From an optimization exercise on the open Yosys and OpenROAD flow, aimed at small area, a short achievable clock period and few clock cycles per item; shortcuts taken in it are not production practice.
The RTL was checked by simulation tests, not by an equivalence proof against the original design.
Power figures rest on the tool's default switching activity, not on a simulated workload.

==> inputs of trial 19 <==
==> flow/design.v <==
module cmp_coder (
    input  wire        clk,
    input  wire        rst,
    input  wire        start,
    input  wire        cfg_cfa,
    input  wire [1:0]  cfg_depth,
    input  wire [14:0] cfg_height,
    output wire        busy,
    input  wire        in_valid,
    input  wire [15:0] in_data,
    output wire        in_ready,
    output wire        out_valid,
    output wire [31:0] out_data,
    input  wire        out_ready,
    output wire        blk_valid,
    output wire [18:0] blk_len,
    output wire [7:0]  blk_chk,
    output wire        blk_raw,
    output wire        blk_last
);
    integer i, j;
    reg        busy_r;
    reg        rdy_r;         
    wire       adv = rdy_r;
    reg        cfa;
    reg [1:0]  depth;
    reg [14:0] height;
    reg [14:0] hm1;           
    wire [4:0]  bits = 5'd10 + {2'b00, depth, 1'b0};
    wire [15:0] mask = (depth == 2'd0) ? 16'h03FF :
                       (depth == 2'd1) ? 16'h0FFF :
                       (depth == 2'd2) ? 16'h3FFF : 16'hFFFF;
    wire [15:0] half = (depth == 2'd0) ? 16'h0200 :
                       (depth == 2'd1) ? 16'h0800 :
                       (depth == 2'd2) ? 16'h2000 : 16'h8000;
    always @(posedge clk) begin
        if (!busy_r) begin
            cfa   <= cfg_cfa;
            depth <= cfg_depth;
            height <= cfg_height;
        end
        hm1 <= height - 15'd1;
    end
    reg [15:0] in_r;
    reg        inv_r;
    assign in_ready = rdy_r;
    always @(posedge clk) begin
        if (adv)
            in_r <= in_data;
        if (rst)
            inv_r <= 1'b0;
        else if (adv)
            inv_r <= in_valid & (busy_r | start);
    end
    reg [5:0]  x;
    reg [14:0] y;
    wire shift_in = inv_r & adv;
    always @(posedge clk) begin
        if (!busy_r) begin
            x <= 6'd0;
            y <= 15'd0;
        end else if (shift_in) begin
            x <= x + 6'd1;
            if (x == 6'd63)
                y <= y + 15'd1;
        end
    end
    reg [15:0] hist [1:130];
    wire [15:0] pix = in_r & mask;
    always @(posedge clk) begin
        if (shift_in) begin
            hist[1] <= pix;
            for (i = 2; i <= 130; i = i + 1)
                hist[i] <= hist[i - 1];
        end
    end
    wire y_lt_s = cfa ? (y[14:1] == 14'd0) : (y == 15'd0);
    wire x_lt_s = cfa ? (x[5:1] == 5'd0) : (x == 6'd0);
    wire d_out  = cfa ? (x[5:1] == 5'd31) : (x == 6'd63);
    reg  [15:0] h_a, h_b, h_c, h_d;
    always @(posedge clk) begin
        if (shift_in) begin
            h_a <= cfa ? hist[1]   : pix;
            h_b <= cfa ? hist[127] : hist[63];
            h_c <= cfa ? hist[129] : hist[64];
            h_d <= cfa ? hist[125] : hist[62];
        end
    end
    wire        ab_gt = (h_a > h_b);
    wire        ca_ge = (h_c >= h_a);
    wire        cb_ge = (h_c >= h_b);
    wire        ca_le = (h_c <= h_a);
    wire        cb_le = (h_c <= h_b);
    wire [15:0] abc   = h_a + h_b - h_c;
    reg  [15:0] med;
    always @(*) begin
        if (ca_ge && cb_ge)      med = ab_gt ? h_b : h_a;
        else if (ca_le && cb_le) med = ab_gt ? h_a : h_b;
        else                     med = abc;
    end
    wire [15:0] g_db = (h_d > h_b) ? h_d - h_b : h_b - h_d;
    wire [15:0] g_bc = cb_ge ? h_c - h_b : h_b - h_c;
    wire [15:0] g_ca = ca_ge ? h_c - h_a : h_a - h_c;
    wire [15:0] pred = (y_lt_s && x_lt_s) ? half :
                       y_lt_s ? h_a :
                       x_lt_s ? h_b : med;
    wire last_x    = (x == 6'd63);
    wire last_line = (y == hm1);
    reg [15:0] pred2, raw2, gdb2, gbc2, gca2;
    reg [1:0]  ph2;
    reg        be2, fe2, v2;
    always @(posedge clk) begin
        if (adv) begin
            pred2 <= pred;
            raw2  <= pix;
            gdb2  <= (y_lt_s || d_out) ? 16'd0 : g_db;
            gbc2  <= (y_lt_s || x_lt_s) ? 16'd0 : g_bc;
            gca2  <= (y_lt_s || x_lt_s) ? 16'd0 : g_ca;
            ph2   <= cfa ? {y[0], x[0]} : 2'b00;
            be2   <= last_x && ((y[4:0] == 5'd31) || last_line);
            fe2   <= last_x && last_line;
        end
        if (rst)
            v2 <= 1'b0;
        else if (adv)
            v2 <= inv_r;
    end
    wire [17:0] grad = {2'b00, gdb2} + {2'b00, gbc2} + {2'b00, gca2};
    wire [17:0] grad_s = (depth == 2'd0) ? (grad >> 2) :
                         (depth == 2'd1) ? (grad >> 4) :
                         (depth == 2'd2) ? (grad >> 6) : (grad >> 8);
    wire [2:0] cls = (grad_s[17:6] != 12'd0) ? 3'd7 :
                     grad_s[5] ? 3'd6 :
                     grad_s[4] ? 3'd5 :
                     grad_s[3] ? 3'd4 :
                     grad_s[2] ? 3'd3 :
                     grad_s[1] ? 3'd2 :
                     grad_s[0] ? 3'd1 : 3'd0;
    wire [15:0] diff = (raw2 - pred2) & mask;
    wire        neg  = |(diff & half);
    wire [16:0] m    = neg ? {~diff & mask, 1'b1} : {diff, 1'b0};
    reg [16:0] m3;
    reg [4:0]  ctx3;
    reg        be3, fe3, v3;
    always @(posedge clk) begin
        if (adv) begin
            m3   <= m;
            ctx3 <= {ph2, cls};
            be3  <= be2;
            fe3  <= fe2;
        end
        if (rst)
            v3 <= 1'b0;
        else if (adv)
            v3 <= v2;
    end
    reg [22:0] ctx_a [0:31];
    reg [5:0]  ctx_n [0:31];
    reg [31:0] ctx_ok;        
    wire [22:0] a0 = (depth == 2'd0) ? 23'd16 :
                     (depth == 2'd1) ? 23'd64 :
                     (depth == 2'd2) ? 23'd256 : 23'd1024;
    reg [22:0] ar;
    reg [5:0]  nr;
    reg [16:0] mu;
    reg [4:0]  ctxu;
    reg        beu, feu, vu;
    wire [22:0] a_sum = ar + {6'd0, mu};
    wire        n_wrap = (nr == 6'd63);
    wire [22:0] a_upd = n_wrap ? (a_sum >> 1) : a_sum;
    wire [5:0]  n_upd = n_wrap ? 6'd32 : nr + 6'd1;
    wire fwd = vu && (ctxu == ctx3);
    always @(posedge clk) begin
        if (adv) begin
            if (fwd) begin
                ar <= a_upd;
                nr <= n_upd;
            end else if (ctx_ok[ctx3]) begin
                ar <= ctx_a[ctx3];
                nr <= ctx_n[ctx3];
            end else begin
                ar <= a0;
                nr <= 6'd1;
            end
            mu   <= m3;
            ctxu <= ctx3;
            beu  <= be3;
            feu  <= fe3;
        end
        if (rst)
            vu <= 1'b0;
        else if (adv)
            vu <= v3;
    end
    always @(posedge clk) begin
        if (vu && adv) begin
            ctx_a[ctxu] <= a_upd;
            ctx_n[ctxu] <= n_upd;
        end
        if (!busy_r)
            ctx_ok <= 32'd0;
        else if (vu && adv)
            ctx_ok[ctxu] <= 1'b1;
    end
    reg [15:0] kt;
    always @(*) begin
        for (j = 0; j < 16; j = j + 1)
            kt[j] = (((ar >> (j + 6)) != 23'd0) ||
                     ({ar[j +: 6], ((ar & ((23'd1 << j) - 23'd1)) != 23'd0)} > {nr, 1'b0}))
                    && (j < bits);
    end
    reg [15:0] ktc;
    reg [16:0] mc;
    reg        bec, fec, vc;
    always @(posedge clk) begin
        if (adv) begin
            ktc <= kt;
            mc  <= mu;
            bec <= beu;
            fec <= feu;
        end
        if (rst)
            vc <= 1'b0;
        else if (adv)
            vc <= vu;
    end
    wire [16:0] kone = {ktc, 1'b1} & ~{1'b0, ktc};    
    wire [4:0]  kc   = {ktc[15],
                        ktc[7] & ~ktc[15],
                        (ktc[3] & ~ktc[7]) | (ktc[11] & ~ktc[15]),
                        (ktc[1] & ~ktc[3]) | (ktc[5] & ~ktc[7]) | (ktc[9] & ~ktc[11]) | (ktc[13] & ~ktc[15]),
                        (ktc[0] & ~ktc[1]) | (ktc[2] & ~ktc[3]) | (ktc[4] & ~ktc[5]) | (ktc[6] & ~ktc[7]) |
                        (ktc[8] & ~ktc[9]) | (ktc[10] & ~ktc[11]) | (ktc[12] & ~ktc[13]) | (ktc[14] & ~ktc[15])};
    reg  [4:0]  q5;
    reg         esc;
    always @(*) begin
        for (i = 0; i < 5; i = i + 1) begin
            q5[i] = 1'b0;
            for (j = 0; j + i < 17; j = j + 1)
                q5[i] = q5[i] | (kone[j] & mc[i + j]);
        end
        esc = 1'b0;
        for (i = 5; i < 17; i = i + 1)
            esc = esc | (mc[i] & ~ktc[i - 5]);
    end
    wire [16:0] cval = esc ? mc : ((mc & {1'b0, ktc}) | kone);
    wire [5:0]  clen = esc ? (6'd32 + {1'b0, bits}) : ({1'b0, q5} + {1'b0, kc} + 6'd1);
    reg [16:0] vp;
    reg [5:0]  lp;
    reg        bep, fep, vp_ok;
    always @(posedge clk) begin
        if (adv) begin
            vp  <= cval;
            lp  <= clen;
            bep <= bec;
            fep <= fec;
        end
        if (rst)
            vp_ok <= 1'b0;
        else if (adv)
            vp_ok <= vc;
    end
    reg [95:0]  acc;
    reg [6:0]   fill;
    reg         ov_r;         
    reg         cl;           
    reg [1:0]   cw;           
    reg [10:0]  raww;         
    reg         clast;        
    reg [11:0]  wcnt;
    reg [7:0]   crc;
    reg         bv_r, braw_r, blast_r;
    reg [11:0]  blen_r;
    reg [7:0]   bchk_r;
    wire        place = vp_ok & adv;
    wire [6:0]  e_end = fill + {1'b0, lp};
    wire [6:0]  e_rnd = bep ? ({e_end[6:5] + {1'b0, (e_end[4:0] != 5'd0)}, 5'd0}) : e_end;
    wire [63:0] tsh   = {15'd0, vp, 32'd0} >> e_end[4:0];
    wire [1:0]  ew    = e_end[6:5];
    reg  [95:0] acc_or;
    always @(*) begin
        acc_or = acc;
        if (place) begin
            case (ew)
            2'd0: acc_or[95:64] = acc[95:64] | tsh[31:0];
            2'd1: begin
                acc_or[95:64] = acc[95:64] | tsh[63:32];
                acc_or[63:32] = acc[63:32] | tsh[31:0];
            end
            2'd2: begin
                acc_or[63:32] = acc[63:32] | tsh[63:32];
                acc_or[31:0]  = acc[31:0]  | tsh[31:0];
            end
            default: acc_or[31:0] = acc[31:0] | tsh[63:32];
            endcase
        end
    end
    wire [6:0]  fill_add = place ? e_rnd : fill;
    wire        pop      = ov_r & out_ready;
    wire        lastpop  = pop & cl & (cw == 2'd1);
    wire [6:0]  fill_nx  = pop ? fill_add - 7'd32 : fill_add;
    wire        place_be = place & bep;
    wire        cl_nx    = place_be | (cl & ~lastpop);
    reg [7:0] crc_w;
    always @(*) begin
        crc_w = crc;
        for (j = 31; j >= 0; j = j - 1)
            crc_w = {crc_w[6:0], 1'b0} ^ ((crc_w[7] ^ acc[64 + j]) ? 8'h07 : 8'h00);
    end
    reg  [10:0] raw_full, raw_last;
    reg  [5:0]  lines_last;
    always @(posedge clk) begin
        lines_last <= {1'b0, hm1[4:0]} + 6'd1;
        raw_full   <= {bits, 6'd0};
        raw_last   <= {1'b0, lines_last, 4'd0} + {3'd0, lines_last, 2'd0} +
                      (depth[0] ? {3'd0, lines_last, 2'd0} : 11'd0) +
                      (depth[1] ? {2'd0, lines_last, 3'd0} : 11'd0);
    end
    wire [10:0] raw_nx = fep ? raw_last : raw_full;
    wire        nbe = adv ? (bec & vc) : (bep & vp_ok);
    always @(posedge clk) begin
        if (!busy_r)
            acc <= 96'd0;
        else
            acc <= pop ? {acc_or[63:0], 32'd0} : acc_or;
        if (place_be) begin
            raww  <= raw_nx;
            clast <= fep;
        end
        blen_r <= wcnt + 12'd1;
        bchk_r <= crc_w;
        braw_r <= ({1'b0, wcnt} + 13'd1) >= {2'b00, raww};
        blast_r <= clast;
        if (rst) begin
            busy_r  <= 1'b0;
            rdy_r   <= 1'b1;
            fill    <= 7'd0;
            ov_r    <= 1'b0;
            cl      <= 1'b0;
            cw      <= 2'd0;
            wcnt    <= 12'd0;
            crc     <= 8'd0;
            bv_r    <= 1'b0;
        end else begin
            if (!busy_r)
                busy_r <= start;
            else if (bv_r && blast_r)
                busy_r <= 1'b0;
            fill    <= fill_nx;
            ov_r    <= (fill_nx >= 7'd32) && !lastpop;
            bv_r    <= lastpop;
            cl      <= cl_nx;
            if (place_be)
                cw <= e_rnd[6:5] - {1'b0, pop};
            else if (pop)
                cw <= cw - 2'd1;
            if (lastpop) begin
                wcnt <= 12'd0;
                crc  <= 8'd0;
            end else if (pop) begin
                wcnt <= wcnt + 12'd1;
                crc  <= crc_w;
            end
            rdy_r   <= !((fill_nx > 7'd48) || (cl_nx && nbe));
        end
    end
    assign busy      = busy_r;
    assign out_valid = ov_r;
    assign out_data  = acc[95:64];
    assign blk_valid = bv_r;
    assign blk_len   = {7'd0, blen_r};
    assign blk_chk   = bchk_r;
    assign blk_raw   = braw_r;
    assign blk_last  = blast_r;
endmodule
==> flow/flow/run.sh <==
#!/bin/bash
set -o pipefail
bash standard.sh SETUP_SLACK_MARGIN=7.6 finish > standard_flow.log 2>&1
==> flow/standard.sh <==
#!/bin/bash
# synth_recipe.tcl (not shown) runs the flow's synth.tcl, then flattens the netlist and writes it again
# the make line also repeats each setting of config.mk as NAME=value (left out here)
make -C /OpenROAD-flow-scripts/flow DESIGN_CONFIG=/design/flow/config.mk WORK_HOME=/design/flow/orfs CLKGATE_MAP_FILE= SYNTH_SCRIPT=/design/flow/synth_recipe.tcl "${@:-finish}"
==> flow/config.mk <==
export PLATFORM = sky130hd
export DESIGN_NAME = cmp_coder
export DESIGN_NICKNAME = cmp_coder
export VERILOG_FILES = /design/flow/design.v
export SDC_FILE = /design/flow/constraint.sdc
export NUM_CORES = 4
export LEC_CHECK = 0
export CAP_MARGIN = 20
export CORE_MARGIN = 2
export CORE_UTILIZATION = 55
export CTS_BUF_LIST = sky130_fd_sc_hd__clkbuf_16
export CTS_CLUSTER_DIAMETER = 100
export CTS_CLUSTER_SIZE = 25
export SLEW_MARGIN = 20
==> flow/constraint.sdc <==
create_clock -name core_clock -period 11.0 [get_ports {clk}]
set_input_delay 2.2000 -clock core_clock [delete_from_list [all_inputs] [get_ports {clk}]]
set_output_delay 2.2000 -clock core_clock [all_outputs]
set_load 0.01 [all_outputs]
==> trial 1: changes against trial 19 <==
--- a/flow/design.v
+++ b/flow/design.v
@@ -21,8 +21,10 @@
     integer i, j;
-    reg        busy_r;
+    reg        busy_r;        
+    reg        idle_r;        
+    reg        stall_r;       
     reg        rdy_r;         
-    wire       adv = rdy_r;
+    wire       adv = ~stall_r;
+    wire       act = ~idle_r;
     reg        cfa;
     reg [1:0]  depth;
-    reg [14:0] height;
     reg [14:0] hm1;           
@@ -36,8 +38,7 @@
     always @(posedge clk) begin
-        if (!busy_r) begin
+        if (idle_r) begin
             cfa   <= cfg_cfa;
             depth <= cfg_depth;
-            height <= cfg_height;
+            hm1   <= cfg_height - 15'd1;
         end
-        hm1 <= height - 15'd1;
     end
@@ -52,3 +53,3 @@
         else if (adv)
-            inv_r <= in_valid & (busy_r | start);
+            inv_r <= in_valid & (act | start);
     end
@@ -58,3 +59,3 @@
     always @(posedge clk) begin
-        if (!busy_r) begin
+        if (idle_r) begin
             x <= 6'd0;
@@ -67,3 +68,3 @@
     end
-    reg [15:0] hist [1:130];
+    reg [15:0] hist [1:125];
     wire [15:0] pix = in_r & mask;
@@ -72,3 +73,3 @@
             hist[1] <= pix;
-            for (i = 2; i <= 130; i = i + 1)
+            for (i = 2; i <= 125; i = i + 1)
                 hist[i] <= hist[i - 1];
@@ -79,16 +80,20 @@
     wire d_out  = cfa ? (x[5:1] == 5'd31) : (x == 6'd63);
-    reg  [15:0] h_a, h_b, h_c, h_d;
+    reg  [15:0] h_a, h_b, h_c, h_d, h_b1, h_d1;
     always @(posedge clk) begin
         if (shift_in) begin
-            h_a <= cfa ? hist[1]   : pix;
-            h_b <= cfa ? hist[127] : hist[63];
-            h_c <= cfa ? hist[129] : hist[64];
-            h_d <= cfa ? hist[125] : hist[62];
+            h_a  <= cfa ? hist[1]   : pix;
+            h_d  <= cfa ? hist[125] : hist[62];
+            h_b  <= cfa ? h_d1 : h_d;
+            h_c  <= cfa ? h_b1 : h_b;
+            h_d1 <= h_d;
+            h_b1 <= h_b;
         end
     end
-    wire        ab_gt = (h_a > h_b);
-    wire        ca_ge = (h_c >= h_a);
-    wire        cb_ge = (h_c >= h_b);
-    wire        ca_le = (h_c <= h_a);
-    wire        cb_le = (h_c <= h_b);
+    wire [16:0] d_ab = {1'b0, h_a} - {1'b0, h_b};
+    wire [16:0] d_ca = {1'b0, h_c} - {1'b0, h_a};
+    wire [16:0] d_cb = {1'b0, h_c} - {1'b0, h_b};
+    wire [16:0] d_db = {1'b0, h_d} - {1'b0, h_b};
+    wire        ab_ge = ~d_ab[16];
+    wire        ca_lt = d_ca[16];
+    wire        cb_lt = d_cb[16];
     wire [15:0] abc   = h_a + h_b - h_c;
@@ -96,9 +101,9 @@
     always @(*) begin
-        if (ca_ge && cb_ge)      med = ab_gt ? h_b : h_a;
-        else if (ca_le && cb_le) med = ab_gt ? h_a : h_b;
+        if (!ca_lt && !cb_lt)    med = ab_ge ? h_b : h_a;
+        else if (ca_lt && cb_lt) med = ab_ge ? h_a : h_b;
         else                     med = abc;
     end
-    wire [15:0] g_db = (h_d > h_b) ? h_d - h_b : h_b - h_d;
-    wire [15:0] g_bc = cb_ge ? h_c - h_b : h_b - h_c;
-    wire [15:0] g_ca = ca_ge ? h_c - h_a : h_a - h_c;
+    wire [15:0] g_db = d_db[15:0] ^ {16{d_db[16]}};
+    wire [15:0] g_bc = d_cb[15:0] ^ {16{cb_lt}};
+    wire [15:0] g_ca = d_ca[15:0] ^ {16{ca_lt}};
     wire [15:0] pred = (y_lt_s && x_lt_s) ? half :
@@ -109,2 +114,3 @@
     reg [15:0] pred2, raw2, gdb2, gbc2, gca2;
+    reg [2:0]  gs2;
     reg [1:0]  ph2;
@@ -118,2 +124,5 @@
             gca2  <= (y_lt_s || x_lt_s) ? 16'd0 : g_ca;
+            gs2   <= {d_db[16] & ~(y_lt_s || d_out),
+                      cb_lt & ~(y_lt_s || x_lt_s),
+                      ca_lt & ~(y_lt_s || x_lt_s)};
             ph2   <= cfa ? {y[0], x[0]} : 2'b00;
@@ -127,13 +136,4 @@
     end
-    wire [17:0] grad = {2'b00, gdb2} + {2'b00, gbc2} + {2'b00, gca2};
-    wire [17:0] grad_s = (depth == 2'd0) ? (grad >> 2) :
-                         (depth == 2'd1) ? (grad >> 4) :
-                         (depth == 2'd2) ? (grad >> 6) : (grad >> 8);
-    wire [2:0] cls = (grad_s[17:6] != 12'd0) ? 3'd7 :
-                     grad_s[5] ? 3'd6 :
-                     grad_s[4] ? 3'd5 :
-                     grad_s[3] ? 3'd4 :
-                     grad_s[2] ? 3'd3 :
-                     grad_s[1] ? 3'd2 :
-                     grad_s[0] ? 3'd1 : 3'd0;
+    wire [17:0] grad = {2'b00, gdb2} + {2'b00, gbc2} + {2'b00, gca2} +
+                       {17'd0, gs2[2]} + {17'd0, gs2[1]} + {17'd0, gs2[0]};
     wire [15:0] diff = (raw2 - pred2) & mask;
@@ -141,4 +141,5 @@
     wire [16:0] m    = neg ? {~diff & mask, 1'b1} : {diff, 1'b0};
+    reg [15:0] gr3;            
     reg [16:0] m3;
-    reg [4:0]  ctx3;
+    reg [1:0]  ph3;
     reg        be3, fe3, v3;
@@ -146,4 +147,5 @@
         if (adv) begin
+            gr3  <= grad[17:2];
             m3   <= m;
-            ctx3 <= {ph2, cls};
+            ph3  <= ph2;
             be3  <= be2;
@@ -156,2 +158,27 @@
     end
+    wire [15:0] grad_s = (depth == 2'd0) ? gr3 :
+                         (depth == 2'd1) ? (gr3 >> 2) :
+                         (depth == 2'd2) ? (gr3 >> 4) : (gr3 >> 6);
+    wire [2:0] cls = (grad_s[15:6] != 10'd0) ? 3'd7 :
+                     grad_s[5] ? 3'd6 :
+                     grad_s[4] ? 3'd5 :
+                     grad_s[3] ? 3'd4 :
+                     grad_s[2] ? 3'd3 :
+                     grad_s[1] ? 3'd2 :
+                     grad_s[0] ? 3'd1 : 3'd0;
+    reg [16:0] m4;
+    reg [4:0]  ctx4;
+    reg        be4, fe4, v4;
+    always @(posedge clk) begin
+        if (adv) begin
+            m4   <= m3;
+            ctx4 <= {ph3, cls};
+            be4  <= be3;
+            fe4  <= fe3;
+        end
+        if (rst)
+            v4 <= 1'b0;
+        else if (adv)
+            v4 <= v3;
+    end
     reg [22:0] ctx_a [0:31];
@@ -171,3 +198,3 @@
     wire [5:0]  n_upd = n_wrap ? 6'd32 : nr + 6'd1;
-    wire fwd = vu && (ctxu == ctx3);
+    wire fwd = vu && (ctxu == ctx4);
     always @(posedge clk) begin
@@ -177,5 +204,5 @@
                 nr <= n_upd;
-            end else if (ctx_ok[ctx3]) begin
-                ar <= ctx_a[ctx3];
-                nr <= ctx_n[ctx3];
+            end else if (ctx_ok[ctx4]) begin
+                ar <= ctx_a[ctx4];
+                nr <= ctx_n[ctx4];
             end else begin
@@ -184,6 +211,6 @@
             end
-            mu   <= m3;
-            ctxu <= ctx3;
-            beu  <= be3;
-            feu  <= fe3;
+            mu   <= m4;
+            ctxu <= ctx4;
+            beu  <= be4;
+            feu  <= fe4;
         end
@@ -192,3 +219,3 @@
         else if (adv)
-            vu <= v3;
+            vu <= v4;
     end
@@ -199,3 +226,3 @@
         end
-        if (!busy_r)
+        if (idle_r)
             ctx_ok <= 32'd0;
@@ -263,2 +290,3 @@
     reg [95:0]  acc;
+    reg [31:0]  out_r;        
     reg [6:0]   fill;
@@ -321,3 +349,3 @@
     always @(posedge clk) begin
-        if (!busy_r)
+        if (idle_r)
             acc <= 96'd0;
@@ -325,2 +353,3 @@
             acc <= pop ? {acc_or[63:0], 32'd0} : acc_or;
+        out_r <= pop ? acc_or[63:32] : acc_or[95:64];
         if (place_be) begin
@@ -335,2 +364,4 @@
             busy_r  <= 1'b0;
+            idle_r  <= 1'b1;
+            stall_r <= 1'b0;
             rdy_r   <= 1'b1;
@@ -344,6 +375,9 @@
         end else begin
-            if (!busy_r)
+            if (idle_r) begin
                 busy_r <= start;
-            else if (bv_r && blast_r)
+                idle_r <= ~start;
+            end else if (bv_r && blast_r) begin
                 busy_r <= 1'b0;
+                idle_r <= 1'b1;
+            end
             fill    <= fill_nx;
@@ -363,2 +397,3 @@
             end
+            stall_r <= (fill_nx > 7'd48) || (cl_nx && nbe);
             rdy_r   <= !((fill_nx > 7'd48) || (cl_nx && nbe));
@@ -368,3 +403,3 @@
     assign out_valid = ov_r;
-    assign out_data  = acc[95:64];
+    assign out_data  = out_r;
     assign blk_valid = bv_r;
==> flow/flow/run.sh (replaced) <==
#!/bin/bash
set -o pipefail
bash standard.sh SETUP_SLACK_MARGIN=7.45 finish > standard_flow.log 2>&1
CORE_UTILIZATION = 65   (was 55)
==> trial 70: changes against trial 19 <==
--- a/flow/design.v
+++ b/flow/design.v
@@ -22,4 +22,4 @@
     reg        busy_r;
-    reg        rdy_r;         
-    wire       adv = rdy_r;
+    reg        stall_r;
+    wire       adv = ~stall_r;
     reg        cfa;
@@ -45,3 +45,3 @@
     reg        inv_r;
-    assign in_ready = rdy_r;
+    assign in_ready = ~stall_r;
     always @(posedge clk) begin
@@ -79,11 +79,6 @@
     wire d_out  = cfa ? (x[5:1] == 5'd31) : (x == 6'd63);
-    reg  [15:0] h_a, h_b, h_c, h_d;
-    always @(posedge clk) begin
-        if (shift_in) begin
-            h_a <= cfa ? hist[1]   : pix;
-            h_b <= cfa ? hist[127] : hist[63];
-            h_c <= cfa ? hist[129] : hist[64];
-            h_d <= cfa ? hist[125] : hist[62];
-        end
-    end
+    wire [15:0] h_a = cfa ? hist[2]   : hist[1];
+    wire [15:0] h_b = cfa ? hist[128] : hist[64];
+    wire [15:0] h_c = cfa ? hist[130] : hist[65];
+    wire [15:0] h_d = cfa ? hist[126] : hist[63];
     wire        ab_gt = (h_a > h_b);
@@ -310,9 +305,5 @@
     reg  [10:0] raw_full, raw_last;
-    reg  [5:0]  lines_last;
     always @(posedge clk) begin
-        lines_last <= {1'b0, hm1[4:0]} + 6'd1;
-        raw_full   <= {bits, 6'd0};
-        raw_last   <= {1'b0, lines_last, 4'd0} + {3'd0, lines_last, 2'd0} +
-                      (depth[0] ? {3'd0, lines_last, 2'd0} : 11'd0) +
-                      (depth[1] ? {2'd0, lines_last, 3'd0} : 11'd0);
+        raw_full <= {bits, 6'd0};
+        raw_last <= ({5'd0, hm1[4:0]} + 11'd1) * {5'd0, bits, 1'b0};
     end
@@ -335,3 +326,3 @@
             busy_r  <= 1'b0;
-            rdy_r   <= 1'b1;
+            stall_r <= 1'b0;
             fill    <= 7'd0;
@@ -363,3 +354,3 @@
             end
-            rdy_r   <= !((fill_nx > 7'd48) || (cl_nx && nbe));
+            stall_r <= (fill_nx > 7'd48) || (cl_nx && nbe);
         end
==> flow/run.sh (new file) <==
#!/bin/bash
# synth_recipe.tcl (not shown) runs the flow's synth.tcl, then flattens the netlist and writes it again
# the make line also repeats each setting of config.mk as NAME=value (left out here)
make -C /OpenROAD-flow-scripts/flow DESIGN_CONFIG=/design/flow/config.mk WORK_HOME=/design/flow/orfs CLKGATE_MAP_FILE= SYNTH_SCRIPT=/design/flow/synth_recipe.tcl finish
CORE_UTILIZATION = 40   (was 55)
CTS_BUF_LIST = default   (was sky130_fd_sc_hd__clkbuf_16)
CTS_CLUSTER_DIAMETER = default   (was 100)
CTS_CLUSTER_SIZE = default   (was 25)
removed: flow/flow/run.sh
removed: flow/standard.sh
==> build 80: changes against trial 19 <==
--- a/flow/design.v
+++ b/flow/design.v
@@ -22,4 +22,4 @@
     reg        busy_r;
-    reg        rdy_r;         
-    wire       adv = rdy_r;
+    reg        stall_r;
+    wire       adv = ~stall_r;
     reg        cfa;
@@ -45,3 +45,3 @@
     reg        inv_r;
-    assign in_ready = rdy_r;
+    assign in_ready = ~stall_r;
     always @(posedge clk) begin
@@ -79,11 +79,6 @@
     wire d_out  = cfa ? (x[5:1] == 5'd31) : (x == 6'd63);
-    reg  [15:0] h_a, h_b, h_c, h_d;
-    always @(posedge clk) begin
-        if (shift_in) begin
-            h_a <= cfa ? hist[1]   : pix;
-            h_b <= cfa ? hist[127] : hist[63];
-            h_c <= cfa ? hist[129] : hist[64];
-            h_d <= cfa ? hist[125] : hist[62];
-        end
-    end
+    wire [15:0] h_a = cfa ? hist[2]   : hist[1];
+    wire [15:0] h_b = cfa ? hist[128] : hist[64];
+    wire [15:0] h_c = cfa ? hist[130] : hist[65];
+    wire [15:0] h_d = cfa ? hist[126] : hist[63];
     wire        ab_gt = (h_a > h_b);
@@ -310,9 +305,5 @@
     reg  [10:0] raw_full, raw_last;
-    reg  [5:0]  lines_last;
     always @(posedge clk) begin
-        lines_last <= {1'b0, hm1[4:0]} + 6'd1;
-        raw_full   <= {bits, 6'd0};
-        raw_last   <= {1'b0, lines_last, 4'd0} + {3'd0, lines_last, 2'd0} +
-                      (depth[0] ? {3'd0, lines_last, 2'd0} : 11'd0) +
-                      (depth[1] ? {2'd0, lines_last, 3'd0} : 11'd0);
+        raw_full <= {bits, 6'd0};
+        raw_last <= ({5'd0, hm1[4:0]} + 11'd1) * {5'd0, bits, 1'b0};
     end
@@ -335,3 +326,3 @@
             busy_r  <= 1'b0;
-            rdy_r   <= 1'b1;
+            stall_r <= 1'b0;
             fill    <= 7'd0;
@@ -363,3 +354,3 @@
             end
-            rdy_r   <= !((fill_nx > 7'd48) || (cl_nx && nbe));
+            stall_r <= (fill_nx > 7'd48) || (cl_nx && nbe);
         end
==> flow/flow/run.sh (replaced) <==
#!/bin/bash
bash standard.sh SETUP_SLACK_MARGIN=7.5 finish > standard_flow.log 2>&1
CORE_UTILIZATION = 40   (was 55)
CTS_BUF_LIST = default   (was sky130_fd_sc_hd__clkbuf_16)
CTS_CLUSTER_DIAMETER = default   (was 100)
CTS_CLUSTER_SIZE = default   (was 25)
==> summary.txt <==
Sequential power is about the same in trial 1 and trial 70. Wire length: build 80 > trial 19 > trial 70 > trial 1. Between trial 1 and trial 70, the lower register-to-register slack is in trial 70 (gap 2800 ps). Area after synthesis: trial 19 is larger than build 80 (1.1%). The highest first-iteration DRC count belongs to trial 19, the lowest to build 80. Die area: trial 1 is smaller than trial 19 (16%). Against trial 19, the via count of build 80 is higher by about 1.8%.
==> figures <==
| metric | trial 70 | trial 1 | build 80 | trial 19 |
|---|---|---|---|---|
| Area after detailed placement | 139,800 sq um | 138,200 sq um | 139,800 sq um | 139,700 sq um |
| Clk tree area frac | 0.07519 | 0.03200 | 0.07233 | 0.03199 |
| Number of distinct library cells after synthesis | 97 | 92 | 97 | 88 |
| Total via count after detailed routing | 64,830 | 61,920 | 66,790 | 65,610 |
| Global router's overall resource usage | 0.1657 | 0.2426 | 0.1709 | 0.2261 |
| Number of design-rule violations left by the first detailed-router iteration | 6,286 | 6,671 | 6,156 | 7,669 |
| Post-CTS Resized | 0 | 401 | 830 | 698 |
| Via count of the first global-routing pass | 64,830 | 59,120 | 65,990 | 62,810 |
| Critical R2R Launch | cfa$_DFFE_PN_ | gs2[0]$_DFFE_PN_ | cfa$_DFFE_PN_ | gdb2[4]$_SDFFCE_PP0P_ |
| Layout non-clock buf frac | 0.01444 | 0.02050 | 0.03846 | 0.03568 |
| Met1 Wirelength | 128,100 um | 116,400 um | 134,000 um | 133,600 um |
| Total Die Area | 337,400 sq um | 208,900 sq um | 337,400 sq um | 248,700 sq um |
| Non-Filler Instances | 12,280 | 10,060 | 12,620 | 11,040 |
| Status | finished clean | finished clean | finished clean | finished clean |
| Length of routed met3 wiring | 16,430 um | 15,790 um | 16,550 um | 18,930 um |
Testbench counts of trial 19, summed over its fixed seeds: cycles 80,808, pixels 80,512.
Testbench counts of trial 1, summed over its fixed seeds: cycles 80,840, pixels 80,512.
Testbench counts of trial 70, summed over its fixed seeds: cycles 80,808, pixels 80,512.
Testbench counts of build 80, summed over its fixed seeds: cycles 80,808, pixels 80,512.

[afterwards: timing with drivers on the ports]
The flow's constraints put no driver on any port. The routed layouts listed below were extracted and timed again, unchanged, in two steps. Step 1, drivers: a clkbuf_16 drives clk and a buf_2 each remaining input, both assumed. Step 2 moves the port delays by t, midway between the first and last clock arrival at a register: inputs arrive t later, outputs are due t later. That takes back most of the time a late clock gives input paths. a / b / c = ideal / step 1 / step 2; a / b = the first two.
run	t, ns	setup WS [ns]	worst setup path after step 2	slew at the worst register clock pin (ns)	worst data-port slew with drivers (ns)
trial 19	0.920	7.113 / 7.113 / 6.834	input to register	0.10 / 0.10	0.08
trial 1	0.938	7.290 / 7.290 / 6.716	input to register	0.11 / 0.11	0.24
trial 70	0.987	4.457 / 4.457 / 4.457	register to register	0.07 / 0.07	0.08
build 80	1.006	6.773 / 6.773 / 6.773	register to register	0.07 / 0.07	0.08
After both steps setup and hold are still met in every run listed. The setup slack of trial 1, which loses most, moves by 0.000 ns with the drivers and by -0.574 ns with both steps.
